Source: an optimization exercise on an open RTL-to-GDS flow (aim: small area). Production flows keep margins and buffers that such runs may drop.
Only simulation tests tie the RTL to the original design; equivalence was not proved.
Power and IR drop assume default switching activity.

// sinc_df
module sinc_df (
    input  wire        clk,
    input  wire        rst,           
    input  wire [2:0]  cfg_ord,       
    input  wire [8:0]  cfg_osr,       
    input  wire [23:0] cfg_ofs,       
    input  wire [23:0] cfg_gain,      
    input  wire        restart,       
    input  wire        clk_loss,      
    input  wire        bit_valid,     
    input  wire        bit_in,
    output reg         out_stb,       
    output reg  [15:0] df_result,     
    output reg         df_valid,
    output reg  [6:0]  df_count,      
    output wire        settling,
    output reg         stuck,
    output reg  [15:0] loss_count     
);
Size in the first run: ~1800 cells after synthesis, roughly 110 I/O pins, roughly 0.019 mm2 of cells after synthesis.
Settings: LEC_CHECK=0, ABC_AREA=1, CAP_MARGIN=20, CORE_MARGIN=2, CORE_UTILIZATION=70, SLEW_MARGIN=20; clock period 22.0 ns.
standard.sh (not shown) runs the stock make flow with config.mk's settings and CLKGATE_MAP_FILE= SYNTH_SCRIPT=/design/flow/synth_recipe.tcl, a recipe that flattens the netlist after the stock synthesis.
==> flow/flow/run.sh <==
#!/bin/bash
# Standard layout, with three changes to how it is made:
#  - after the standard synthesis, its combinational logic is re-mapped for
#    area by ABC (registers, full adder cells and tie cells untouched),
#  - ports are buffered with sky130_fd_sc_hd__buf_1,
#  - CTS inserts no dummy loads.
set -euo pipefail
export BUFFER_PORTS_ARGS="-buffer_cell sky130_fd_sc_hd__buf_1"
export CTS_ARGS="-sink_clustering_enable -repair_clock_nets -sink_clustering_size 16 -sink_clustering_max_diameter 50 -buf_list sky130_fd_sc_hd__clkbuf_8 -dont_use_dummy_load"
bash standard.sh synth > standard_synth.log 2>&1
R=$PWD/orfs/results/$FLOW_PLATFORM/sinc_df/base
LIB=$FLOW_HOME/platforms/sky130hd/lib/sky130_fd_sc_hd__tt_025C_1v80.lib
cp $R/1_2_yosys.v standard_synth_netlist.v
sed -e "s#@LIB@#$LIB#g" -e "s#@IN@#$PWD/standard_synth_netlist.v#" -e "s#@OUT@#$PWD/reopt_netlist.v#" -e "s#@FLOW@#$PWD/flow#" flow/reopt.ys.in > reopt.ys
yosys -s reopt.ys > reopt.log 2>&1
cp reopt_netlist.v $R/1_2_yosys.v
bash standard.sh > standard.log 2>&1
Other scripts of this flow, unchanged in this note and not shown: flow/flow/abc_reopt.script, flow/flow/reopt.ys.in
Then changed:
--- a/flow/design.v
+++ b/flow/design.v
@@ -73,33 +73,30 @@
     reg        pend_ok;               
     reg [31:0] integ1, integ2, integ3, integ4;
     reg [31:0] z1, z2, z3;            
     reg [2:0]  cs;                    
     wire s1 = ((cs == 3'd1) || (cs == 3'd6)) && n4;     
     wire s2 = ((cs == 3'd2) || (cs == 3'd5)) && n3p;    
     wire s3 = ((cs == 3'd3) || (cs == 3'd4)) && n2p;    
     reg  fl1;                         
     reg  xs;                          
     wire csub = cs[2];                         
     wire [31:0] a1, a2, a3, a4;
     wire [31:0] tk = {32{bit_take}};
-    wire [31:0] i2in = n4  ? a1 : {31'd0, bit_in};
-    wire [31:0] i3in = n3p ? a2 : {31'd0, bit_in};
-    wire [31:0] i4in = n2p ? a3 : {31'd0, bit_in};
-    wire [31:0] tk4 = {32{(bit_take && !fl1) || (xs && n2p)}};
-    wire [31:0] b4 = ((i4in & tk4) | (~z3 & {32{s1}}) | (~z2 & {32{s2}}) | (~z1 & {32{s3}})) ^ {32{csub}};
+    wire [31:0] tk4 = {32{bit_take && !fl1}};
+    wire [31:0] b4 = ((a3 & tk4) | (~z3 & {32{s1}}) | (~z2 & {32{s2}}) | (~z1 & {32{s3}})) ^ {32{csub}};
     sinc_df_inc #(32) u_i1 (.a(integ1), .ci(bit_take & bit_in), .s(a1), .co());
-    sinc_df_add #(32) u_i2 (.a(integ2), .b(i2in & tk), .ci(1'b0), .s(a2), .co());
-    sinc_df_add #(32) u_i3 (.a(integ3), .b(i3in & tk), .ci(1'b0), .s(a3), .co());
-    sinc_df_add #(32) u_i4 (.a(integ4), .b(b4), .ci(csub | (xs && !n2p)), .s(a4), .co());
+    sinc_df_add #(32) u_i2 (.a(integ2), .b(a1 & tk), .ci(1'b0), .s(a2), .co());
+    sinc_df_add #(32) u_i3 (.a(integ3), .b(a2 & tk), .ci(1'b0), .s(a3), .co());
+    sinc_df_add #(32) u_i4 (.a(integ4), .b(b4), .ci(csub | xs), .s(a4), .co());
     wire [31:0] d = integ4;
     wire        pend = (cs == 3'd1);    
     reg [31:0] pc;                    
     reg [7:0]  pacc;                  
     reg [1:0]  pm;                    
     wire       p32 = cfg_osr[8] & n4;
     wire [8:0] psum;                  
     sinc_df_add #(9) u_pm (.a({1'b0, pacc}), .b(cfg_osr & {9{~pc[0]}}), .ci(1'b0), .s(psum), .co());
     reg  [4:0] cnt;
     reg        busy;
     reg [31:0] r;
     reg        qb1, allones;
@@ -125,30 +122,30 @@
     wire [23:0] ksum;                 
     sinc_df_add #(24) u_hk (.a({acck, ta}), .b({24{ts}}), .ci(tb), .s(ksum), .co());
     wire        res_ok  = (ksum[23] == ksum[22]) && (ksum[22] == ksum[21]);
     wire [15:0] res_sat = res_ok ? ksum[21:6] : (ksum[23] ? 16'h8000 : 16'h7fff);
     wire        out_now  = busy && (cnt == 5'd0) && !flush;
     wire        loss_now = (clk_loss || stuck_detect) && !(&loss_count);
     wire [15:0] loss_inc;
     sinc_df_inc #(16) u_loss (.a(loss_count), .ci(loss_now), .s(loss_inc), .co());
     wire [6:0]  count_inc;
     sinc_df_inc #(7) u_count (.a(df_count), .ci(out_now), .s(count_inc), .co());
     assign settling = !df_valid && !stuck;
     always @(posedge clk) begin
-        integ1 <= a1;
-        integ2 <= a2;
-        integ3 <= a3;
+        integ1 <= (rst || flush || !n4)  ? 32'd0 : a1;
+        integ2 <= (rst || flush || !n3p) ? 32'd0 : a2;
+        integ3 <= (rst || flush || !n2p) ? 32'd0 : a3;
         integ4 <= (rst || flush || cs == 3'd3) ? 32'd0 : a4;
         fl1 <= rst || flush;
-        xs  <= fl1 && bit_take && (n2p || bit_in);
+        xs  <= fl1 && bit_take && bit_in;
         if (cs == 3'd1 || fl1) z3 <= ~a4;
         if (cs == 3'd2 || fl1) z2 <= ~a4;
         if (cs == 3'd3 || fl1) z1 <= ~a4;
         if (rst || flush) begin
             cs <= 3'd0;
         end else begin
             if (window_end)
                 cs <= 3'd1;
             else if (cs != 3'd0)
                 cs <= (cs == 3'd6) ? 3'd0 : cs + 3'd1;
         end
     end
Result: Routed wire length goes up by a little under a tenth; synthesized cell count went up by a little under a tenth; worst setup slack gets worse by 0.084 ns; critical path depth drops by 4; first-iteration DRC count climbs by a few percent; maximum frequency falls slightly.

---

sinc_df, a different RTL version from the one above (not shown whole).
Size: roughly 1,800 cells after synthesis, ~0.018 mm² of cells after synthesis.
export LEC_CHECK = 0
export ABC_AREA = 1
export CAP_MARGIN = 20
export CORE_MARGIN = 2
export CORE_UTILIZATION = 70
export SLEW_MARGIN = 20
create_clock -name core_clock -period 22.0 [get_ports {clk}]
==> flow/flow/run.sh <==
#!/bin/bash
# Standard layout, with three changes to how it is made:
#  - after the standard synthesis, its combinational logic is re-mapped for
#    area by ABC with its area mapper (registers, full adder cells and tie cells untouched),
#  - ports are buffered with sky130_fd_sc_hd__buf_1,
#  - CTS inserts no dummy loads.
set -euo pipefail
export BUFFER_PORTS_ARGS="-buffer_cell sky130_fd_sc_hd__buf_1"
export CTS_ARGS="-sink_clustering_enable -repair_clock_nets -sink_clustering_size 16 -sink_clustering_max_diameter 50 -buf_list sky130_fd_sc_hd__clkbuf_8 -dont_use_dummy_load"
bash standard.sh synth > standard_synth.log 2>&1
R=$PWD/orfs/results/$FLOW_PLATFORM/sinc_df/base
LIB=$FLOW_HOME/platforms/sky130hd/lib/sky130_fd_sc_hd__tt_025C_1v80.lib
cp $R/1_2_yosys.v standard_synth_netlist.v
sed -e "s#@LIB@#$LIB#g" -e "s#@IN@#$PWD/standard_synth_netlist.v#" -e "s#@OUT@#$PWD/reopt_netlist.v#" -e "s#@FLOW@#$PWD/flow#" flow/reopt.ys.in > reopt.ys
yosys -s reopt.ys > reopt.log 2>&1
cp reopt_netlist.v $R/1_2_yosys.v
bash standard.sh > standard.log 2>&1
Other scripts of this flow, unchanged in this note and not shown: flow/flow/abc_reopt.script, flow/flow/reopt.ys.in
Next try:
--- a/flow/design.v
+++ b/flow/design.v
@@ -63,46 +63,42 @@
     sinc_df_inc #(6) u_run (.a(run_len), .ci(bit_valid && same_bit), .s(run_inc), .co());
     wire [1:0] nm1 = cfg_ord[2] ? 2'd3 : (cfg_ord[1:0] - 2'd1);    
     wire       n4  = (nm1 == 2'd3);
     wire       n3p = nm1[1];                                       
     wire       n2p = (nm1 != 2'd0);                                
     reg  [7:0] phase;
     wire [7:0] phase_inc;
     sinc_df_inc #(8) u_phase (.a(phase), .ci(bit_take), .s(phase_inc), .co());
     wire       window_end = bit_take && (phase == 8'hfe);
     reg  [1:0] out_n;                 
     reg        pend_ok;               
     reg [31:0] integ1, integ2, integ3, integ4;
-    reg [31:0] zr0, zr1, zr2;         
-    reg [1:0]  zp;
+    reg [31:0] z1, z2, z3;            
     reg [2:0]  cs;                    
-    reg        zwait;                 
-    reg        pend;                  
-    wire [1:0] zp_next = (zp == 2'd2) ? 2'd0 : zp + 2'd1;
-    wire zuse = (zp == 2'd0) ? n4 : ((zp == 2'd1) ? n3p : n2p);
-    wire sread = (cs != 3'd0) && zuse;
-    wire csub = cs[2];                
-    reg [1:0]  zc;                    
-    reg        xs;                    
-    wire       zclr = (zc != 2'd0);
-    wire       zwr  = zclr || (cs == 3'd1) || (cs == 3'd2) || (cs == 3'd3);
+    wire s1 = ((cs == 3'd1) || (cs == 3'd6)) && n4;     
+    wire s2 = ((cs == 3'd2) || (cs == 3'd5)) && n3p;    
+    wire s3 = ((cs == 3'd3) || (cs == 3'd4)) && n2p;    
+    reg  fl1;                         
+    reg  xs;                          
+    wire csub = cs[2];                         
     wire [31:0] a1, a2, a3, a4;
     wire [31:0] tk = {32{bit_take}};
-    wire [31:0] tk4 = {32{bit_take && !zclr}};
-    wire [31:0] b4 = ((a3 & tk4) | (~zr2 & {32{sread}})) ^ {32{csub}};
+    wire [31:0] tk4 = {32{bit_take && !fl1}};
+    wire [31:0] b4 = ((a3 & tk4) | (~z3 & {32{s1}}) | (~z2 & {32{s2}}) | (~z1 & {32{s3}})) ^ {32{csub}};
     sinc_df_inc #(32) u_i1 (.a(integ1), .ci(bit_take & bit_in), .s(a1), .co());
     sinc_df_add #(32) u_i2 (.a(integ2), .b(a1 & tk), .ci(1'b0), .s(a2), .co());
     sinc_df_add #(32) u_i3 (.a(integ3), .b(a2 & tk), .ci(1'b0), .s(a3), .co());
-    sinc_df_add #(32) u_i4 (.a(integ4), .b(b4), .ci(csub | (!zclr && xs)), .s(a4), .co());
+    sinc_df_add #(32) u_i4 (.a(integ4), .b(b4), .ci(csub | xs), .s(a4), .co());
     wire [31:0] d = integ4;
+    wire        pend = (cs == 3'd1);    
     reg [31:0] pc;                    
     reg [7:0]  pacc;                  
     reg [1:0]  pm;                    
     wire       p32 = cfg_osr[8] & n4;
     wire [8:0] psum;                  
     sinc_df_add #(9) u_pm (.a({1'b0, pacc}), .b(cfg_osr & {9{~pc[0]}}), .ci(1'b0), .s(psum), .co());
     reg  [4:0] cnt;
     reg        busy;
     reg [31:0] r;
     reg        qb1, allones;
     wire [31:0] x = pend ? d : r;
     wire [32:0] trial;
@@ -130,47 +126,36 @@
     wire        out_now  = busy && (cnt == 5'd0) && !flush;
     wire        loss_now = (clk_loss || stuck_detect) && !(&loss_count);
     wire [15:0] loss_inc;
     sinc_df_inc #(16) u_loss (.a(loss_count), .ci(loss_now), .s(loss_inc), .co());
     wire [6:0]  count_inc;
     sinc_df_inc #(7) u_count (.a(df_count), .ci(out_now), .s(count_inc), .co());
     assign settling = !df_valid && !stuck;
     always @(posedge clk) begin
         integ1 <= (rst || flush || !n4)  ? 32'd0 : a1;
         integ2 <= (rst || flush || !n3p) ? 32'd0 : a2;
         integ3 <= (rst || flush || !n2p) ? 32'd0 : a3;
         integ4 <= (rst || flush || cs == 3'd3) ? 32'd0 : a4;
-        zr0 <= zwr ? ~a4 : zr2;
-        zr1 <= zr0;
-        zr2 <= zr1;
-        zp  <= rst ? 2'd0 : zp_next;
-        xs  <= !(rst || flush) && zclr && (xs || (bit_take && bit_in));
+        fl1 <= rst || flush;
+        xs  <= fl1 && bit_take && bit_in;
+        if (cs == 3'd1 || fl1) z3 <= ~a4;
+        if (cs == 3'd2 || fl1) z2 <= ~a4;
+        if (cs == 3'd3 || fl1) z1 <= ~a4;
         if (rst || flush) begin
-            zc    <= 2'd3;
-            cs    <= 3'd0;
-            zwait <= 1'b0;
-            pend  <= 1'b0;
-        end else begin
-            if (zclr)
-                zc <= zc - 2'd1;
-            pend <= window_end;
-            if ((window_end || zwait) && zp_next == 2'd0) begin
-                cs    <= 3'd1;
-                zwait <= 1'b0;
-            end else begin
-                if (window_end)
-                    zwait <= 1'b1;
-                if (cs != 3'd0)
-                    cs <= (cs == 3'd6) ? 3'd0 : cs + 3'd1;
-            end
+            cs <= 3'd0;
+        end else begin
+            if (window_end)
+                cs <= 3'd1;
+            else if (cs != 3'd0)
+                cs <= (cs == 3'd6) ? 3'd0 : cs + 3'd1;
         end
     end
     always @(posedge clk) begin
         if (rst) begin
             run_bit    <= 1'b0;
             run_len    <= 6'd0;
             stuck      <= 1'b0;
             out_n      <= 2'd0;
             pend_ok    <= 1'b0;
             busy       <= 1'b0;
             out_stb    <= 1'b0;
             df_result  <= 16'd0;
What happened: The changed run finished clean; worst hold slack improved by 0.10 ns; final cell count goes up by about 3.5%; routed wire length goes up by 7.8%; final area goes up by 5.6%; sequential share of layout area goes up by 1.7 points; power goes up by 4.8%; worst setup slack got worse by 0.41 ns; register-to-register slack got worse by 0.70 ns; clock-buffer cell count is unchanged; via count goes up by 3.4%.

---

Another version of the RTL of sinc_df (not shown whole).
For scale: about 110 I/O pins, ~21,000 um^2 of cells after synthesis.
export LEC_CHECK = 0
export ABC_AREA = 1
export CAP_MARGIN = 20
export CORE_MARGIN = 2
export CORE_UTILIZATION = 70
export SLEW_MARGIN = 20
create_clock -name core_clock -period 22.0 [get_ports {clk}]
==> flow/flow/run.sh <==
#!/bin/bash
# Standard layout, with two changes to how it is made:
#  - ports are buffered with sky130_fd_sc_hd__buf_1,
#  - CTS inserts no dummy loads.
export BUFFER_PORTS_ARGS="-buffer_cell sky130_fd_sc_hd__buf_1"
export CTS_ARGS="-sink_clustering_enable -repair_clock_nets -sink_clustering_size 16 -sink_clustering_max_diameter 50 -buf_list sky130_fd_sc_hd__clkbuf_8 -dont_use_dummy_load"
bash standard.sh > standard.log 2>&1
==> next run, changes <==
--- a/flow/design.v
+++ b/flow/design.v
@@ -67,31 +67,34 @@
     wire       n2p = (nm1 != 2'd0);                                
     reg  [7:0] phase;
     wire [7:0] phase_inc;
     sinc_df_inc #(8) u_phase (.a(phase), .ci(1'b1), .s(phase_inc), .co());
     wire       window_end = bit_take && (phase == 8'hfe);
     reg  [1:0] out_n;                 
     reg        pend_ok;               
     reg [31:0] integ1, integ2, integ3, integ4;
     reg [31:0] z1, z2, z3;
     reg [2:0]  cs;                    
-    wire s1 = (cs == 3'd1) || (cs == 3'd6);    
-    wire s2 = (cs == 3'd2) || (cs == 3'd5);    
-    wire s3 = (cs == 3'd3) || (cs == 3'd4);    
+    wire s1 = ((cs == 3'd1) || (cs == 3'd6)) && n4;     
+    wire s2 = ((cs == 3'd2) || (cs == 3'd5)) && n3p;    
+    wire s3 = ((cs == 3'd3) || (cs == 3'd4)) && n2p;    
+    reg  fl1;                         
+    reg  xs;                          
     wire csub = cs[2];                         
     wire [31:0] a1, a2, a3, a4;
     wire [31:0] tk = {32{bit_take}};
-    wire [31:0] b4 = ((a3 & tk) | (z3 & {32{s1}}) | (z2 & {32{s2}}) | (z1 & {32{s3}})) ^ {32{csub}};
+    wire [31:0] tk4 = {32{bit_take && !fl1}};
+    wire [31:0] b4 = ((a3 & tk4) | (z3 & {32{s1}}) | (z2 & {32{s2}}) | (z1 & {32{s3}})) ^ {32{csub}};
     sinc_df_inc #(32) u_i1 (.a(integ1), .ci(bit_take & bit_in), .s(a1), .co());
     sinc_df_add #(32) u_i2 (.a(integ2), .b(a1 & tk), .ci(1'b0), .s(a2), .co());
     sinc_df_add #(32) u_i3 (.a(integ3), .b(a2 & tk), .ci(1'b0), .s(a3), .co());
-    sinc_df_add #(32) u_i4 (.a(integ4), .b(b4), .ci(csub), .s(a4), .co());
+    sinc_df_add #(32) u_i4 (.a(integ4), .b(b4), .ci(csub | xs), .s(a4), .co());
     wire [31:0] d = integ4;
     wire        pend = (cs == 3'd1);    
     reg [31:0] pc;                    
     reg [8:0]  pacc;
     reg [1:0]  pm;                    
     wire       p32 = cfg_osr[8] & n4;
     wire [8:0] psum;
     wire       psum_co;
     sinc_df_add #(9) u_pm (.a(pacc), .b(cfg_osr & {9{~pc[0]}}), .ci(1'b0), .s(psum), .co(psum_co));
     reg  [4:0] cnt;
@@ -125,29 +128,28 @@
     wire        loss_co;
     sinc_df_inc #(16) u_loss (.a(loss_count), .ci(1'b1), .s(loss_inc), .co(loss_co));
     wire [6:0]  count_inc;
     sinc_df_inc #(7) u_count (.a(df_count), .ci(1'b1), .s(count_inc), .co());
     assign settling = !df_valid && !stuck;
     always @(posedge clk) begin
         integ1 <= (rst || flush || !n4)  ? 32'd0 : a1;
         integ2 <= (rst || flush || !n3p) ? 32'd0 : a2;
         integ3 <= (rst || flush || !n2p) ? 32'd0 : a3;
         integ4 <= (rst || flush || cs == 3'd3) ? 32'd0 : a4;
+        fl1 <= rst || flush;
+        xs  <= fl1 && bit_take && bit_in;
+        if (cs == 3'd1 || fl1) z3 <= a4;
+        if (cs == 3'd2 || fl1) z2 <= a4;
+        if (cs == 3'd3 || fl1) z1 <= a4;
         if (rst || flush) begin
-            z1 <= 32'd0;
-            z2 <= 32'd0;
-            z3 <= 32'd0;
             cs <= 3'd0;
         end else begin
-            if (cs == 3'd1) z3 <= n4  ? a4 : 32'd0;
-            if (cs == 3'd2) z2 <= n3p ? a4 : 32'd0;
-            if (cs == 3'd3) z1 <= n2p ? a4 : 32'd0;
             if (window_end)
                 cs <= 3'd1;
             else if (cs != 3'd0)
                 cs <= (cs == 3'd6) ? 3'd0 : cs + 3'd1;
         end
     end
     always @(posedge clk) begin
         if (rst) begin
             run_bit    <= 1'b0;
             run_len    <= 6'd0;
The new run ran to the end with no violations; die area goes down by 1.5%; clock-buffer cell count goes up by 1; area after synthesis goes down by 1.6%; routed wire length goes down by 11%; sequential cell count goes up by 2; setup slack is worse by 120 ps; utilization goes up by 1.0 points; via count goes down by 11%; non-clock buffer count goes down by 3; clock skew goes down by 3.5 ps; sequential power goes up by 4.4%; cell count goes down by 7.4%.

re-timing with driven ports:
How much do the figures lean on ideal ports? The routed layouts below were timed once more, with nothing changed but the port constraints. Step 1, drivers: a clkbuf_16 drives clk and a buf_2 each remaining input, both assumed. Step 2 moves the port delays by t, midway between the first and last clock arrival at a register: inputs arrive t later, outputs are due t later. That takes back most of the time a late clock gives input paths. Slacks: no drivers / after step 1 / after step 2; pairs: no drivers / after step 1.
run | t, ns | setup slack, ns | latest minus earliest clock arrival (ns)
the first run of note 1 | 0.586 | 1.084 / 1.110 / 0.524 | 0.047 / 0.048
the second run of note 1 | 0.607 | 1.000 / 1.033 / 0.426 | 0.058 / 0.057
the first run of note 2 | 0.586 | 1.174 / 1.158 / 0.572 | 0.057 / 0.057
the second run of note 2 | 0.590 | 0.761 / 0.788 / 0.198 | 0.062 / 0.062
the first run of note 3 | 0.596 | 1.023 / 1.046 / 0.450 | 0.067 / 0.068
the second run of note 3 | 0.595 | 0.900 / 0.894 / 0.299 | 0.063 / 0.062
After both steps every run listed still meets setup and hold. The setup slack of the first run of note 2, which loses most, moves by -0.016 ns with the drivers and by -0.602 ns with both steps.
